Context: an optimization exercise on an open-source flow, tuned for small area, a short achievable clock period and few clock cycles per item. The choices shown serve that exercise and are no tape-out recipe. RTL that was checked went through simulation tests only; none was proved equivalent to the original.

==> quartz: inputs <==
// loop_law
module loop_law (
    input                    clk,
    input                    rst,           
    input                    in_valid,
    output                   in_ready,
    input             [3:0]  in_slot,
    input                    in_first,
    input                    in_ref_ext,
    input                    in_deriv_on,
    input             [3:0]  in_out_shift,
    input      signed [15:0] in_r,
    input      signed [15:0] in_y,
    input      signed [15:0] in_u_init,
    input      signed [15:0] in_kp,
    input      signed [15:0] in_ki,
    input      signed [15:0] in_kd,
    input      signed [15:0] in_af,
    input      signed [15:0] in_ff,
    input      signed [15:0] in_u_min,
    input      signed [15:0] in_u_max,
    input             [14:0] in_i_lim,
    output reg               out_valid,
    output reg        [3:0]  out_slot,
    output reg signed [15:0] out_u,
    output reg signed [15:0] out_e,
    output reg               out_sat
);
    assign in_ready = 1'b1;
    reg signed [15:0] st_e [0:15];
    reg signed [15:0] st_d [0:15];
    reg signed [30:0] st_i [0:15];
    reg               v0, v1, v2, v3, v4;
    reg        [3:0]  slot0, slot1, slot2, slot3, slot4;
    reg               first0, first1, first2;
    reg               rx0, don0, don1, don2;
    reg        [3:0]  sh0, s1, s2, s3, s4;
    reg signed [15:0] r0, y0, ui0, kp0, ki0, kd0, af0, ff0, umin0, umax0;
    reg        [14:0] lim0, lim1, lim2, lim3;
    reg signed [15:0] e1, e2, e3, e4;
  ...
Settings: LEC_CHECK=0, CAP_MARGIN=20, CORE_MARGIN=2, CORE_UTILIZATION=55, SLEW_MARGIN=20; clock period 34.0 ns.
run.sh (not shown) runs the stock make flow with config.mk's settings and CLKGATE_MAP_FILE= SYNTH_SCRIPT=/design/flow/synth_recipe.tcl, a recipe that flattens the netlist after the stock synthesis.
==> inputs of pepper, as changes to quartz <==
==> flow/design.v (replaced) <==
module loop_law_bmul #(
    parameter NA = 16
) (
    input  signed [NA-1:0]  a,
    input         [15:0]    b,
    input         [NA+15:0] c,
    output        [NA+15:0] p
);
    localparam W = NA + 16;
    wire [16:0] bx = {b, 1'b0};
    reg  [W-1:0] acc, k;
    reg          neg, one, two;
    reg  [NA:0]  sel, pp;
    integer j;
    always @(*) begin
        k = {W{1'b0}};
        for (j = 0; j < 8; j = j + 1)
            k = k - ({{(W-1){1'b0}}, 1'b1} << (NA + 2*j));
        acc = c + k;
        for (j = 0; j < 8; j = j + 1) begin
            neg = bx[2*j+2] & ~(bx[2*j+1] & bx[2*j]);
            one = bx[2*j+1] ^ bx[2*j];
            two = (bx[2*j+2] & ~bx[2*j+1] & ~bx[2*j]) | (~bx[2*j+2] & bx[2*j+1] & bx[2*j]);
            sel = two ? {a, 1'b0} : one ? {a[NA-1], a} : {(NA+1){1'b0}};
            pp  = sel ^ {(NA+1){neg}};
            acc = acc + ({{(W-NA-1){1'b0}}, ~pp[NA], pp[NA-1:0]} << (2*j))
                      + ({{(W-1){1'b0}}, neg} << (2*j));
        end
    end
    assign p = acc;
endmodule
module loop_law_drows (
    input  signed [15:0] a,
    input         [14:0] b,
    input         [32:0] c,
    output        [32:0] p
);
    wire [16:0] bx = {1'b0, b, 1'b0};
    reg  [32:0] acc;
    reg         neg, one, two;
    reg  [16:0] sel, pp;
    integer j;
    always @(*) begin
        acc = c;
        for (j = 0; j < 8; j = j + 1) begin
            neg = bx[2*j+2] & ~(bx[2*j+1] & bx[2*j]);
            one = bx[2*j+1] ^ bx[2*j];
            two = (bx[2*j+2] & ~bx[2*j+1] & ~bx[2*j]) | (~bx[2*j+2] & bx[2*j+1] & bx[2*j]);
            sel = two ? {a, 1'b0} : one ? {a[15], a} : 17'd0;
            pp  = sel ^ {17{neg}};
            acc = acc + ({16'd0, ~pp[16], pp[15:0]} << (2*j));
        end
    end
    assign p = acc;
endmodule
module loop_law_dcorr (
    input  [14:0] b,
    output [32:0] k
);
    wire [16:0] bx = {1'b0, b, 1'b0};
    reg  [32:0] acc;
    integer j;
    always @(*) begin
        acc = 33'd0;
        for (j = 0; j < 8; j = j + 1)
            acc = acc + ({32'd0, bx[2*j+2] & ~(bx[2*j+1] & bx[2*j])} << (2*j))
                      - (33'd1 << (16 + 2*j));
    end
    assign k = acc;
endmodule
module loop_law (
    input                    clk,
    input                    rst,           
    input                    in_valid,
    output                   in_ready,
    input             [3:0]  in_slot,
    input                    in_first,
    input                    in_ref_ext,
    input                    in_deriv_on,
    input             [3:0]  in_out_shift,
    input      signed [15:0] in_r,
    input      signed [15:0] in_y,
    input      signed [15:0] in_u_init,
    input      signed [15:0] in_kp,
    input      signed [15:0] in_ki,
    input      signed [15:0] in_kd,
    input      signed [15:0] in_af,
    input      signed [15:0] in_ff,
    input      signed [15:0] in_u_min,
    input      signed [15:0] in_u_max,
    input             [14:0] in_i_lim,
    output reg               out_valid,
    output reg        [3:0]  out_slot,
    output reg signed [15:0] out_u,
    output reg signed [15:0] out_e,
    output reg               out_sat
);
    assign in_ready = 1'b1;
    reg signed [15:0] st_e [0:15];
    reg signed [15:0] st_d [0:15];
    reg signed [30:0] st_i [0:15];
    reg               v0, v1, v2, v3, v4;
    reg        [3:0]  slot0, slot1, slot2, slot3, slot4;
    reg               first0, first1, first2;
    reg               rx0, don0, don1, don2;
    reg        [3:0]  sh0, s1, s2, s3, s4;
    reg signed [15:0] r0, y0, ui0, kp0, ki0, kd0, af0, ff0, umin0, umax0;
    reg        [14:0] lim0, lim1, lim2, lim3;
    reg signed [15:0] e1, e2, e3, e4;
    reg signed [16:0] de1;
    reg signed [15:0] kp1, ki1, kd1, ff1, ui1, umin1, umax1, umin2, umax2, umin3, umax3;
    reg        [14:0] af1, af2;
    reg        [32:0] z2;
    reg signed [31:0] p2, di2, di3;
    reg signed [15:0] ff2;
    reg signed [30:0] ii2;
    reg               dpos2;
    reg signed [15:0] drd2;
    reg               same2;
    reg signed [15:0] d3;
    reg signed [32:0] bn3;
    reg signed [33:0] k3;
    reg               dpos3;
    reg signed [30:0] ird3;
    reg               same3;
    reg signed [33:0] base4;
    reg signed [30:0] inew4;
    reg signed [15:0] umin4, umax4;
    always @(posedge clk) begin
        v0     <= rst ? 1'b0 : in_valid;
        slot0  <= in_slot;
        first0 <= in_first;
        rx0    <= in_ref_ext;
        don0   <= in_deriv_on;
        sh0    <= in_out_shift;
        r0     <= in_r;
        y0     <= in_y;
        ui0    <= in_u_init;
        kp0    <= in_kp;
        ki0    <= in_ki;
        kd0    <= in_kd;
        af0    <= in_af;
        ff0    <= in_ff;
        umin0  <= in_u_min;
        umax0  <= in_u_max;
        lim0   <= in_i_lim;
    end
    wire signed [16:0] rmy_1  = r0 - y0;
    wire signed [15:0] esat_1 = (rmy_1[16] != rmy_1[15]) ? {rmy_1[16], {15{~rmy_1[16]}}} : rmy_1[15:0];
    wire signed [15:0] e_1    = rx0 ? y0 : esat_1;
    wire signed [15:0] ep_1   = first0 ? 16'sd0 : st_e[slot0];
    always @(posedge clk) begin
        if (v0) st_e[slot0] <= e_1;
        v1     <= rst ? 1'b0 : v0;
        slot1  <= slot0;
        s1     <= (sh0 > 4'd8) ? 4'd8 : sh0;
        first1 <= first0;
        don1   <= don0;
        e1     <= e_1;
        de1    <= e_1 - ep_1;
        kp1    <= kp0;
        ki1    <= ki0;
        kd1    <= kd0;
        af1    <= af0[15] ? 15'd0 : af0[14:0];
        ff1    <= ff0;
        ui1    <= ui0;
        umin1  <= umin0;
        umax1  <= umax0;
        lim1   <= lim0;
    end
    wire [32:0] z_2, zk_2;
    wire [31:0] p_2, di_2;
    loop_law_dcorr u_dcorr (.b(af1), .k(zk_2));
    loop_law_bmul #(.NA(17)) u_zmul (.a(de1), .b(kd1), .c(zk_2 + 33'h3FFF), .p(z_2));
    loop_law_bmul #(.NA(16)) u_pmul (.a(e1),  .b(kp1), .c(32'd0), .p(p_2));
    loop_law_bmul #(.NA(16)) u_imul (.a(e1),  .b(ki1), .c(32'd0), .p(di_2));
    wire signed [31:0] lim_2  = $signed({2'b00, lim1, 15'd0});
    wire signed [31:0] iir_2  = ($signed({ui1, 15'd0}) >>> s1) - $signed({ff1, 15'd0});
    wire signed [30:0] ii_2   = (iir_2 > lim_2)  ? lim_2[30:0] :
                                (iir_2 < -lim_2) ? -lim_2[30:0] : iir_2[30:0];
    always @(posedge clk) begin
        v2     <= rst ? 1'b0 : v1;
        slot2  <= slot1;
        s2     <= s1;
        first2 <= first1;
        don2   <= don1;
        e2     <= e1;
        z2     <= z_2;
        p2     <= p_2;
        di2    <= di_2;
        af2    <= af1;
        ff2    <= ff1;
        ii2    <= ii_2;
        umin2  <= umin1;
        umax2  <= umax1;
        lim2   <= lim1;
        drd2   <= first1 ? 16'sd0 : st_d[slot1];
        dpos2  <= ~di_2[31] & (|di_2[30:0]);
        same2  <= v2 && (slot2 == slot1) && !first1;
    end
    wire signed [15:0] dp_3 = same2 ? d3 : drd2;
    wire        [32:0] s0_3;
    loop_law_drows u_dmul (.a(dp_3), .b(af2), .c(z2), .p(s0_3));
    wire               dcy_3  = ~s0_3[32] & (&s0_3[14:0]);
    wire               dpo_3  = ~s0_3[32] & ((|s0_3[31:30]) | (&s0_3[29:0]));
    wire               dno_3  = s0_3[32] & ~(&s0_3[31:30]);
    wire        [15:0] dl_3   = s0_3[30:15] + {15'd0, dcy_3};
    wire signed [15:0] d_3    = ~don2 ? 16'sd0 : dpo_3 ? 16'sh7FFF : dno_3 ? 16'sh8000 : dl_3;
    wire signed [32:0] bn_3 = p2 + $signed({ff2, 15'd0});
    wire signed [16:0] vw_3 = dpos2 ? umax2 + 17'sd1 : $signed({umin2[15], umin2});
    wire signed [17:0] mw_3 = {vw_3, 1'b0} - 18'sd1;
    wire signed [32:0] tw_3 = ($signed({mw_3, 14'd0}) >>> s2) + $signed({1'b0, vw_3[16] | (vw_3 == 17'sd0)});
    always @(posedge clk) begin
        if (v2) st_d[slot2] <= d_3;
        v3     <= rst ? 1'b0 : v2;
        slot3  <= slot2;
        s3     <= s2;
        e3     <= e2;
        d3     <= d_3;
        di3    <= di2;
        bn3    <= bn_3;
        k3     <= bn_3 - tw_3;
        dpos3  <= dpos2;
        lim3   <= lim2;
        umin3  <= umin2;
        umax3  <= umax2;
        ird3   <= first2 ? ii2 : st_i[slot2];
        same3  <= v3 && (slot3 == slot2) && !first2;
    end
    wire signed [30:0] ip_4  = same3 ? inew4 : ird3;
    wire signed [34:0] d15_4 = $signed({d3, 15'd0});
    wire signed [34:0] lv_4  = $signed({5'd0, lim3, 15'd0});
    wire signed [34:0] sum_4 = ip_4 + di3;
    wire signed [34:0] hs_4  = ip_4 + di3 + ~lv_4;           
    wire signed [34:0] ls_4  = ip_4 + di3 + lv_4;            
    wire signed [34:0] ws_4  = ip_4 + di3 + k3 + d15_4;      
    wire signed [34:0] wl_4  = lv_4 + k3 + d15_4;            
    wire signed [34:0] wn_4  = k3 + d15_4 - lv_4;            
    wire               hi_4  = ~hs_4[34];
    wire               lo_4  = ls_4[34];
    wire               w_4   = hi_4 ? wl_4[34] : lo_4 ? wn_4[34] : ws_4[34];
    wire               dneg_4 = di3[31];
    wire               wind_4 = dpos3 ? ~w_4 : (dneg_4 & w_4);
    wire signed [30:0] inew_4 = wind_4 ? ip_4 : hi_4 ? lv_4[30:0] : lo_4 ? -lv_4[30:0] : sum_4[30:0];
    wire signed [34:0] base_4 = bn3 + d15_4;
    always @(posedge clk) begin
        if (v3) st_i[slot3] <= inew_4;
        v4     <= rst ? 1'b0 : v3;
        slot4  <= slot3;
        s4     <= s3;
        e4     <= e3;
        base4  <= base_4[33:0];
        inew4  <= inew_4;
        umin4  <= umin3;
        umax4  <= umax3;
    end
    wire signed [34:0] x_5  = base4 + inew4;
    wire signed [34:0] rc_5 = $signed({20'd0, 15'h4000 >> s4}) - $signed({1'b0, x_5[34]});
    wire signed [34:0] m_5  = x_5 + rc_5;
    wire signed [34:0] q_5  = m_5 >>> (4'd15 - s4);
    wire signed [16:0] va_5 = umax4 + 17'sd1;
    wire signed [17:0] ma_5 = {va_5, 1'b0} - 18'sd1;
    wire signed [17:0] mb_5 = {umin4[15], umin4, 1'b0} - 18'sd1;
    wire signed [32:0] ta_5 = ($signed({ma_5, 14'd0}) >>> s4) + $signed({1'b0, va_5[16] | (va_5 == 17'sd0)});
    wire signed [32:0] tb_5 = ($signed({mb_5, 14'd0}) >>> s4) + $signed({1'b0, umin4[15] | (umin4 == 16'sd0)});
    wire signed [35:0] xa_5 = base4 + inew4 - ta_5;
    wire signed [35:0] xb_5 = base4 + inew4 - tb_5;
    wire               above_5 = ~xa_5[35];
    wire               below_5 = xb_5[35];
    wire signed [15:0] u_5  = above_5 ? umax4 : below_5 ? umin4 : q_5[15:0];
    always @(posedge clk) begin
        out_valid <= rst ? 1'b0 : v4;
        out_slot  <= slot4;
        out_u     <= u_5;
        out_e     <= e4;
        out_sat   <= above_5 | below_5;
    end
endmodule
Settings changed: CAP_MARGIN 20 to 60, SLEW_MARGIN 20 to 70.
==> comparison <==
Final area is about the same in pepper and quartz.
Of quartz and pepper, quartz has the higher die area (gap about 3%, measured against pepper).
In sequential share of layout area, quartz and pepper hardly differ.
Against quartz, the non-clock buffer count of pepper is higher by 110.
Between pepper and quartz, the lower fmax is in quartz (gap about 15%, measured against quartz).
Against pepper, the via count of quartz is larger by 1.1%.
Against quartz, the critical path depth of pepper is higher by 6.
First-iteration DRC count: quartz is smaller than pepper (about 10%).
==> figures <==
quantity	quartz	pepper
Ant diodes	9	8
Area enclosed by the die boundary	224000 µm²	217000 µm²
Via count of the first global-routing pass	82816	82045
Post-synthesis share of cell area spent on and, or, nand and nor gates	9.20%	10.4%
Count of inverters other than clock inverters in the layout	890	785
Highest Clock Rate	98.1 MHz	113 MHz
Warnings, synthesis	4	5
Status	timing/DRC/antenna clean	timing/DRC/antenna clean
Met2 layer usage reported by global route	50.3%	47.5%
Final weighted congestion of routability-driven global placement	1.04	0.977
Area share of the largest cell type after synthesis	25.0%	25.7%
Initial antenna violation count	26	27
Pre-CTS setup slack	23.84 ns	25.11 ns
Most frequent cell after synthesis	sky130_fd_sc_hd__ha_1	sky130_fd_sc_hd__edfxtp_1
Testbench counts of pepper, summed over its fixed seeds: cycles 80,040, items 80,000.
No functional check of the RTL was part of quartz.

========
==> trial 84: inputs <==
Another version of the RTL of loop_law (not shown whole).
## loop_law
module loop_law (
    input                    clk,
    input                    rst,           
    input                    in_valid,
    output                   in_ready,
    input             [3:0]  in_slot,
    input                    in_first,
    input                    in_ref_ext,
    input                    in_deriv_on,
    input             [3:0]  in_out_shift,
    input      signed [15:0] in_r,
    input      signed [15:0] in_y,
    input      signed [15:0] in_u_init,
    input      signed [15:0] in_kp,
    input      signed [15:0] in_ki,
    input      signed [15:0] in_kd,
    input      signed [15:0] in_af,
    input      signed [15:0] in_ff,
    input      signed [15:0] in_u_min,
    input      signed [15:0] in_u_max,
    input             [14:0] in_i_lim,
    output reg               out_valid,
    output reg        [3:0]  out_slot,
    output reg signed [15:0] out_u,
    output reg signed [15:0] out_e,
    output reg               out_sat
);
clock: 34.0 ns
lec_check: 0
abc_area: 1
cap_margin: 60
core_margin: 2
core_utilization: 55
slew_margin: 70
standard.sh (not shown) runs the stock make flow with config.mk's settings and CLKGATE_MAP_FILE= SYNTH_SCRIPT=/design/flow/synth_recipe.tcl, a recipe that flattens the netlist after the stock synthesis.
==> flow/flow/run.sh <==
#!/bin/bash
# Layout flow: the standard layout (standard.sh, unchanged synthesis,
# floorplan, power grid, placement, CTS and routing), with one change: the
# buffers that buffer_ports puts on every input and output port are
# sky130_fd_sc_hd__buf_2 cells instead of the resizer's default pick
# (clkdlybuf4s50_1, a delay cell).
set -euo pipefail
cd "$(dirname "$0")/.."
export BUFFER_PORTS_ARGS="-buffer_cell sky130_fd_sc_hd__buf_2"
bash standard.sh finish > standard_flow.log 2>&1
==> build 32: changes against trial 84 <==
--- a/flow/design.v
+++ b/flow/design.v
@@ -222,39 +222,41 @@
         if (v2) dw3 <= d_3;
         v3     <= rst ? 1'b0 : v2;
         slot3  <= slot2;
         s3     <= s2;
         e3     <= e2;
         d3     <= d_3;
         di3    <= di2;
         bn3    <= bn_3;
-        k3     <= bn_3 - tw_3 + di2;
+        k3     <= bn_3 - tw_3;
         dpos3  <= dpos2;
         lim3   <= lim2;
         umin3  <= umin2;
         umax3  <= umax2;
         ird3   <= first2 ? ii2 : (v4 && slot4 == slot2) ? iw4 : st_i[slot2];
         same3  <= v3 && (slot3 == slot2) && !first2;
     end
     wire signed [30:0] ip_4  = same3 ? inew4 : ird3;
     wire signed [34:0] d15_4 = $signed({d3, 15'd0});
     wire signed [34:0] lv_4  = $signed({5'd0, lim3, 15'd0});
     wire signed [34:0] sum_4 = ip_4 + di3;
     wire signed [34:0] hs_4  = ip_4 + di3 + ~lv_4;           
     wire signed [34:0] ls_4  = ip_4 + di3 + lv_4;            
-    wire signed [34:0] ws_4  = ip_4 + k3 + d15_4;            
-    wire signed [34:0] wl_4  = k3 - di3 + lv_4 + d15_4;      
-    wire signed [34:0] wn_4  = k3 - di3 - lv_4 + d15_4;      
     wire               hi_4  = ~hs_4[34];
     wire               lo_4  = ls_4[34];
-    wire               w_4   = hi_4 ? wl_4[34] : lo_4 ? wn_4[34] : ws_4[34];
+    wire signed [30:0] itry_4 = hi_4 ? lv_4[30:0] : lo_4 ? -lv_4[30:0] : sum_4[30:0];
+    wire signed [34:0] kd_4  = k3 + d15_4;
+    wire               ws_4  = (sum_4 + kd_4) < 35'sd0;
+    wire               wl_4  = (lv_4 + kd_4) < 35'sd0;
+    wire               wn_4  = kd_4 < lv_4;
+    wire               w_4   = hi_4 ? wl_4 : lo_4 ? wn_4 : ws_4;
     wire               dneg_4 = di3[31];
     wire               wind_4 = dpos3 ? ~w_4 : (dneg_4 & w_4);
-    wire signed [30:0] inew_4 = wind_4 ? ip_4 : hi_4 ? lv_4[30:0] : lo_4 ? -lv_4[30:0] : sum_4[30:0];
+    wire signed [30:0] inew_4 = wind_4 ? ip_4 : itry_4;
     wire signed [34:0] base_4 = bn3 + d15_4;
     always @(posedge clk) begin
         if (v3) iw4 <= inew_4;
         if (v3) st_d[slot3] <= dw3;
         v4     <= rst ? 1'b0 : v3;
         slot4  <= slot3;
         s4     <= s3;
         e4     <= e3;
CAP_MARGIN = 35   (was 60)
CORE_UTILIZATION = 67   (was 55)
CTS_CLUSTER_DIAMETER = 100   (was default)
CTS_CLUSTER_SIZE = 25   (was default)
SLEW_MARGIN = 45   (was 70)
==> qor.yml <==
status: "timing/DRC/antenna clean"
met1_usage_pct: 45.5
place_congestion: 1.00
clk_pin_slew_ps: 70
fin_nets: 14200
register_area_um2: 51500
(the above is from trial 84)
==> qor.yml <==
yosys.area_share.simple_pct: 14.4
reg_top3: "st_i (496), st_d (256), st_e (256)"
register_area_um2: 51400
place_congestion: 1.03
fin_nets: 13700
route.detailed.drc: 0
clkLatencyLatePin_ps: 800
clk_pin_slew_ps: 100
fillerInstances: 12400
met1_usage_pct: 52.2
portBuffers: 226
status: "timing/DRC/antenna clean"
(the above is from build 32)
Testbench counts of trial 84, summed over its fixed seeds: cycles 80,040, items 80,000.
Testbench counts of build 32, summed over its fixed seeds: cycles 80,040, items 80,000.

## port drivers added, routing unchanged
How much do the figures lean on ideal ports? The routed layouts below were timed once more, with nothing changed but the port constraints. Step 1 assumes that a clkbuf_16 drives the clock port and a buf_2 every other input. Step 2 also shifts input and output timing later by t, the mid clock arrival at the registers, as if the neighbouring blocks saw the same clock. Three values: ideal, step 1, step 2; two values: the first two.
run	t, ns	setup WS [ns]	latest minus earliest clock arrival (ns)
quartz	0.952	23.804 / 23.804 / 23.804	0.103 / 0.104
pepper	0.955	25.118 / 25.118 / 25.118	0.062 / 0.062
trial 84	0.950	25.779 / 25.700 / 26.650	0.076 / 0.076
build 32	0.875	25.918 / 25.822 / 26.266	0.047 / 0.047
After both steps setup and hold are still met in every run listed.
